Source: an optimization exercise on an open RTL-to-GDS flow (aim: small area, a short achievable clock period and few clock cycles per item). Production flows keep margins and buffers that such runs may drop.
No functional check of the RTL was part of this run.

$ cat design.v
module sun_stage (
    input  wire        clk,
    input  wire        rst,
    input  wire        in_valid,
    output wire        in_ready,
    input  wire        in_safe,
    input  wire [15:0] in_s,
    input  wire [15:0] in_g,
    input  wire [15:0] in_red,
    input  wire [15:0] in_grn,
    input  wire [15:0] in_blu,
    output wire        out_valid,
    input  wire        out_ready,
    output wire [15:0] out_red,
    output wire [15:0] out_grn,
    output wire [15:0] out_blu
);
    localparam [2:0] S_IDLE = 3'd0,
                     S_SQRT = 3'd1,
                     S_BEND = 3'd2,
                     S_GAIN = 3'd3,
                     S_OUT  = 3'd4;
    reg  [2:0]  state;
    reg  [3:0]  cnt;
    wire [15:0] s_lo   = (in_s < in_g) ? in_g : in_s;
    wire [15:0] s_safe = (s_lo > 16'd40960) ? 16'd40960 : s_lo;
    wire [15:0] su_in  = in_safe ? s_safe : in_s;
    reg  [15:0] su;
    reg  [15:0] v_r, v_g, v_b;
    reg  [31:0] rad_r, rad_g, rad_b;    
    reg  [17:0] rem_r, rem_g, rem_b;
    reg  [15:0] q_r, q_g, q_b;
    wire [17:0] rs_r = {rem_r[15:0], rad_r[31:30]};
    wire [17:0] rs_g = {rem_g[15:0], rad_g[31:30]};
    wire [17:0] rs_b = {rem_b[15:0], rad_b[31:30]};
    wire [17:0] tr_r = {q_r, 2'b01};
    wire [17:0] tr_g = {q_g, 2'b01};
    wire [17:0] tr_b = {q_b, 2'b01};
    wire        ge_r = rs_r >= tr_r;
    wire        ge_g = rs_g >= tr_g;
    wire        ge_b = rs_b >= tr_b;
    reg  [16:0] bh;         
    reg  [16:0] d;          
    reg  [16:0] w;          
    reg  [16:0] kg, kb;     
    reg  [16:0] g_r, g_g, g_b;
    wire        day    = su >= 16'd16384;
    wire [15:0] su_day = su - 16'd16384;
    wire [34:0] bh_p   = su_day * 18'd174766 + 35'd131072;
    wire [31:0] d_p    = su * 16'd58982;
    wire [32:0] kg_p   = w * 16'd19661;
    wire [32:0] kb_p   = w * 16'd45875;
    wire [33:0] gg_p   = d * kg;
    wire [33:0] gb_p   = d * kb;
    reg  [15:0] t_r, t_g, t_b;
    reg  [15:0] o_r, o_g, o_b;
    wire [15:0] dq_r = q_r - v_r;       
    wire [15:0] dq_g = q_g - v_g;
    wire [15:0] dq_b = q_b - v_b;
    wire [32:0] bp_r = bh * dq_r + 33'd32768;
    wire [32:0] bp_g = bh * dq_g + 33'd32768;
    wire [32:0] bp_b = bh * dq_b + 33'd32768;
    wire [16:0] tn_r = v_r + bp_r[32:16];
    wire [16:0] tn_g = v_g + bp_g[32:16];
    wire [16:0] tn_b = v_b + bp_b[32:16];
    wire [33:0] gp_r = t_r * g_r + 34'd32768;
    wire [33:0] gp_g = t_g * g_g + 34'd32768;
    wire [33:0] gp_b = t_b * g_b + 34'd32768;
    function [15:0] sat16(input [17:0] x);
        sat16 = (x > 18'd65535) ? 16'hFFFF : x[15:0];
    endfunction
    assign in_ready  = (state == S_IDLE);
    assign out_valid = (state == S_OUT);
    assign out_red   = o_r;
    assign out_grn   = o_g;
    assign out_blu   = o_b;
    always @(posedge clk) begin
        if (rst) begin
            state <= S_IDLE;
            cnt   <= 4'd0;
        end else begin
            case (state)
                S_IDLE: begin
                    if (in_valid) begin
                        su    <= su_in;
                        v_r   <= in_red;
                        v_g   <= in_grn;
                        v_b   <= in_blu;
                        rad_r <= {in_red, 16'd0} - in_red;
                        rad_g <= {in_grn, 16'd0} - in_grn;
                        rad_b <= {in_blu, 16'd0} - in_blu;
                        rem_r <= 18'd0;
                        rem_g <= 18'd0;
                        rem_b <= 18'd0;
                        q_r   <= 16'd0;
                        q_g   <= 16'd0;
                        q_b   <= 16'd0;
                        cnt   <= 4'd0;
                        state <= S_SQRT;
                    end
                end
                S_SQRT: begin
                    rad_r <= rad_r << 2;
                    rad_g <= rad_g << 2;
                    rad_b <= rad_b << 2;
                    rem_r <= ge_r ? rs_r - tr_r : rs_r;
                    rem_g <= ge_g ? rs_g - tr_g : rs_g;
                    rem_b <= ge_b ? rs_b - tr_b : rs_b;
                    q_r   <= {q_r[14:0], ge_r};
                    q_g   <= {q_g[14:0], ge_g};
                    q_b   <= {q_b[14:0], ge_b};
                    case (cnt)
                        4'd0: begin
                            if (day) begin
                                bh <= bh_p[34:18];
                                d  <= 17'd65536;
                                w  <= 17'd0;
                            end else begin
                                bh <= 17'd0;
                                d  <= 17'd6554 + d_p[30:14];
                                w  <= {(16'd16384 - su), 2'b00};
                            end
                        end
                        4'd1: begin
                            kg <= 17'd65536 - kg_p[32:16];
                            kb <= 17'd65536 - kb_p[32:16];
                        end
                        4'd2: begin
                            g_r <= d;
                            g_g <= gg_p[32:16];
                            g_b <= gb_p[32:16];
                        end
                        default: ;
                    endcase
                    cnt <= cnt + 4'd1;
                    if (cnt == 4'd15)
                        state <= S_BEND;
                end
                S_BEND: begin
                    t_r   <= sat16({1'b0, tn_r});
                    t_g   <= sat16({1'b0, tn_g});
                    t_b   <= sat16({1'b0, tn_b});
                    state <= S_GAIN;
                end
                S_GAIN: begin
                    o_r   <= sat16(gp_r[33:16]);
                    o_g   <= sat16(gp_g[33:16]);
                    o_b   <= sat16(gp_b[33:16]);
                    state <= S_OUT;
                end
                S_OUT: begin
                    if (out_ready)
                        state <= S_IDLE;
                end
                default: state <= S_IDLE;
            endcase
        end
    end
endmodule
$ cat run.sh
#!/bin/bash
# synth_recipe.tcl (not shown) runs the flow's synth.tcl, then flattens the netlist and writes it again
# the make line also repeats each setting of config.mk as NAME=value (left out here)
make -C /OpenROAD-flow-scripts/flow DESIGN_CONFIG=/design/flow/config.mk WORK_HOME=/design/flow/orfs CLKGATE_MAP_FILE= SYNTH_SCRIPT=/design/flow/synth_recipe.tcl finish
$ cat config.mk
export PLATFORM = sky130hd
export DESIGN_NAME = sun_stage
export DESIGN_NICKNAME = sun_stage
export VERILOG_FILES = /design/flow/design.v
export SDC_FILE = /design/flow/constraint.sdc
export NUM_CORES = 4
export LEC_CHECK = 0
export CAP_MARGIN = 20
export CORE_MARGIN = 2
export CORE_UTILIZATION = 40
export SLEW_MARGIN = 20
$ cat constraint.sdc
create_clock -name core_clock -period 12.0 [get_ports {clk}]
set_input_delay 2.4000 -clock core_clock [delete_from_list [all_inputs] [get_ports {clk}]]
set_output_delay 2.4000 -clock core_clock [all_outputs]
set_load 0.01 [all_outputs]
==> summary.txt <==
## cell type report
type	instances	area (sq um)	share of cell area, %
Antenna cell	5	12.5	0.0104
Clock buffer	77	1760	1.45
Clock inverter	47	543	0.449
Inverter	2689	10100	8.35
Multi-Input combinational cell	8481	86700	71.7
Sequential cell	493	14700	12.2
Tap cell	3743	4680	3.87
Timing Repair Buffer	266	2350	1.95
## per-stage QoR
step	area, sq um	instances
6_report	121000	15800
2_1_floorplan	113000	12100
4_1_cts	121000	15800
3_5_place_dp	118000	15700
5_1_grt	121000	15800
3_3_place_gp	118000	15700
## path summary, 6_finish.rpt
path | startpoint | to | cells after the start
worst max-delay path | v_g[0]$_DFFE_PP_ | t_g[2]$_SDFFCE_PN1P_ | 41
worst max register to register | v_g[0]$_DFFE_PP_ | t_g[2]$_SDFFCE_PN1P_ | 41
worst min register to register | rad_g[11]$_DFFE_PP_ | rad_g[13]$_DFFE_PP_ | 2
worst min-delay path | rad_g[11]$_DFFE_PP_ | rad_g[13]$_DFFE_PP_ | 2
## per-layer routing
layer	GRT usage, %	up-vias	share of wire [%]	wire, microns
met5	0	-	0	0
met2	33.1	1823	46	129000
met1	28.9	40000	47	132000
li1	-	37200	-	-
met4	3.17	0	1.6	4400
met3	2.39	279	5.3	14900
## layout by cell type (no fill, tap or decap), types with 15 or more instances in the layout
master	synthesis	final
inv_1	2689	2689
fa_1	1992	1992
nand2_1	1574	1574
ha_1	1548	1547
and2_1	796	793
edfxtp_1	486	486
nor2_1	394	392
a21oi_1	264	262
xnor2_1	226	223
o21ai_0	220	220
clkdlybuf4s50_1	0	134
xor2_1	133	132
buf_4	0	130
nor2b_1	129	129
a21o_1	118	118
nand3_1	113	113
nor3_1	108	107
nand2b_1	104	104
o21a_1	71	71
and3_1	71	69
clkbuf_16	0	69
or3_1	56	55
mux2i_1	52	51
nand4_1	47	47
o211ai_1	37	37
a31oi_1	37	37
nor4_1	27	27
a211oi_1	27	24
a21boi_0	24	24
or2_2	23	23
or4_1	16	16
and4_1	15	15
o31ai_1	15	15
## cells in the mapped netlist (all sizes together) (109+ instances only)
cell type	count
edfxtp	486
fa	1992
xor2	133
ha	1548
nand2	1574
a21o	119
nor3	109
nor2b	129
clkbuf	438
and2	798
nor2	395
xnor2	226
nand3	113
o21ai	227
a21oi	266
inv	2689
## sequential cells by signal, indices dropped and copies added, names as in the netlist, 17 cells and up
name   count
kg        17
g_r       17
d         17
rad_b     32
rad_r     32
g_b       17
kb        17
g_g       17
rad_g     32
bh        17
## critical path: cells and delay by family (launching register included)
family	cells	cell delay, ns
DFF	1	0.45
and+or+nand+nor	7	0.76
xor gates and xnor gates	3	1.32
AOI/OAI and AO/OA	17	3.67
adders and majority gates	10	4.21
buffers and inverters	4	0.45
## cells by family after synthesis
kind of cell / after synthesis / synth area share, %
buffers and inverters: 3142 / 10.5
AO/OA/AOI/OAI: 999 / 5.77
adder cells (fa/ha/maj): 3540 / 52.4
flip-flops: 493 / 13.0
multiplexers: 62 / 0.560
AND/OR/NAND/NOR: 3520 / 15.0
XOR/XNOR: 360 / 2.80
==> flow_results.xml <==
<?xml version="1.0" encoding="UTF-8"?>
<metrics>
  <group name="final_layout">
    <metric name="finish.utilization" unit="%">42.9</metric>
    <metric name="layout.filler_cells" unit="">27700</metric>
    <metric name="area_delta_synth_final" unit="%">6.83</metric>
    <metric name="fin_nets" unit="">15600</metric>
    <metric name="fraction_of_layout_cells_with_a_size_suffix_above_1" unit="%">2.73</metric>
  </group>
  <group name="sta">
    <metric name="finalSetupViolations" unit="">0</metric>
    <metric name="finalMaxSlewViolations" unit="">0</metric>
    <metric name="layout_worst_path_cycle_share" unit="%">93.1</metric>
    <metric name="finClkSkew" unit="ns">0.0588</metric>
    <metric name="fin_crit" unit="ns">11.17</metric>
    <metric name="maxSlewHeadroom" unit="%">29.5</metric>
    <metric name="hold_viol_final" unit="">0</metric>
    <metric name="timing_worst_slew_pin_value" unit="ns">1.06</metric>
    <metric name="max_freq" unit="GHz">0.0895</metric>
    <metric name="fin_hold_ws" unit="ns">0.501</metric>
    <metric name="worst_slack" unit="ns">0.830</metric>
    <metric name="setup_tns" unit="ns">0</metric>
    <metric name="grt_setup_unrepaired" unit="">no</metric>
  </group>
  <group name="floorplan">
    <metric name="core_region_area" unit="sq um">282000</metric>
    <metric name="design.portCount" unit="">135</metric>
    <metric name="dieHeight" unit="microns">536</metric>
    <metric name="die_w" unit="microns">536</metric>
    <metric name="start_util" unit="%">40.2</metric>
    <metric name="die-area" unit="sq um">287000</metric>
    <metric name="core.rowCount" unit="">195</metric>
  </group>
  <group name="place">
    <metric name="dp.final_hpwl" unit="microns">223000</metric>
    <metric name="globalplace.congestion" unit="">0.886</metric>
    <metric name="port-buffer-count" unit="">134</metric>
    <metric name="detailedPlace.worstSlack" unit="ns">0.618</metric>
  </group>
  <group name="clocking">
    <metric name="tritoncts" unit="">yes</metric>
    <metric name="cts_sinks" unit="">493</metric>
    <metric name="ctsLongestPathBuffers" unit="">3</metric>
    <metric name="cts.clk_slew.worst_paths" unit="ns">0.07</metric>
    <metric name="post_cts_resize_count" unit="">0</metric>
    <metric name="htree_levels" unit="">3</metric>
    <metric name="clock_insertion_delay_worst_skew" unit="ns">0.73</metric>
    <metric name="post-cts-setup-buffers" unit="">0</metric>
    <metric name="clockRootBuffer" unit="">clkbuf_16</metric>
    <metric name="hold_buffers" unit="">0</metric>
    <metric name="clock_buffer_count_from_cts" unit="">68</metric>
  </group>
  <group name="logic_synthesis">
    <metric name="largest_area_contributor_in_the_synthesized_netlist" unit="">fa_1</metric>
    <metric name="fraction_of_registers_with_async_set_reset" unit="%">0</metric>
    <metric name="synthTopCellsByArea" unit="">fa_1 (35%), ha_1 (17%), edfxtp_1 (13%), inv_1 (8.9%), nand2_1 (5.2%)</metric>
    <metric name="postSynth.topFlopCell" unit="">edfxtp_1</metric>
    <metric name="yosysUniqueCellTypes" unit="">97</metric>
    <metric name="post_synth.cell_area_avg" unit="sq um">9.34</metric>
    <metric name="yosys_warnings" unit="">1</metric>
    <metric name="synth-edff-count" unit="">486</metric>
    <metric name="synthCells" unit="">12100</metric>
    <metric name="cell_area_after_synthesis" unit="sq um">113000</metric>
    <metric name="synth.net_count" unit="">15700</metric>
    <metric name="netlist.area_leader.share" unit="%">35.2</metric>
    <metric name="flip_flop_and_latch_count_after_synthesis" unit="">493</metric>
    <metric name="synth_sequential_area_ratio" unit="%">13.0</metric>
  </group>
  <group name="worst_setup_path">
    <metric name="critical-path-top-cell-by-count" unit="">fa_1</metric>
    <metric name="worst_path_max_stage_delay" unit="ns">0.67</metric>
    <metric name="worst_path_maximum_fanout" unit="">16</metric>
    <metric name="required_time_at_the_endpoint_of_the_critical_path" unit="ns">12.42</metric>
    <metric name="cp_max_delay_cell" unit="">xor2_1</metric>
    <metric name="setup.worst_path.start_class" unit="">flop</metric>
    <metric name="crit_arrival" unit="ns">11.59</metric>
    <metric name="r2r_slack" unit="ns">0.83</metric>
    <metric name="endpoint_kind" unit="">flop</metric>
    <metric name="critical_path_class" unit="">reg2reg</metric>
  </group>
  <group name="routing">
    <metric name="first_iter_violations" unit="">4287</metric>
    <metric name="vias" unit="">79300</metric>
    <metric name="route.final.wire_length" unit="microns">280000</metric>
    <metric name="drc_errors" unit="">0</metric>
    <metric name="detail_route.vias_per_cell" unit="">5.02</metric>
    <metric name="detail-route-antenna-nets" unit="">0</metric>
    <metric name="route.detailed.wl_per_inst" unit="microns">17.8</metric>
    <metric name="first_pass_iters" unit="">6</metric>
  </group>
  <group name="grt">
    <metric name="grt_max_degree" unit="">78</metric>
    <metric name="grt.total_usage" unit="%">20.2</metric>
    <metric name="antenna_violations_before_repair" unit="">22</metric>
    <metric name="first_global_vias" unit="">83300</metric>
    <metric name="grt_pass1_wl" unit="microns">461000</metric>
    <metric name="grt_overflow" unit="">0</metric>
  </group>
  <group name="run_status">
    <metric name="status" unit="">finished clean</metric>
  </group>
  <group name="job">
    <metric name="maxCapViolations" unit="">0</metric>
  </group>
  <group name="worst_hold_path">
    <metric name="timing.hold.worst.class" unit="">reg2reg</metric>
  </group>
</metrics>

## re-timing with driven ports
Ports are ideal in the flow. The routed layout listed here was re-timed in OpenROAD.
Step 1 sets driving cells, clkbuf_16 on the clock port and buf_2 on the other inputs (assumed; they add their load-dependent delay and slew).
Step 2 also shifts input and output timing later by t, the mid clock arrival at the registers, as if the neighbouring blocks saw the same clock.
Slacks: no drivers / after step 1 / after step 2; pairs: no drivers / after step 1.
t, ns: 0.785
setup slack, ns: 0.830 / 0.830 / 0.830
hold WS [ns]: 0.501 / 0.501 / 0.501
worst register clock-pin slew, ns: 0.08 / 0.08
worst slew at a driven data input, ns: 0.32
After both steps setup and hold are still met in this run. For this run, drivers alone change the setup slack by 0.000 ns; drivers and shift together by 0.000 ns.
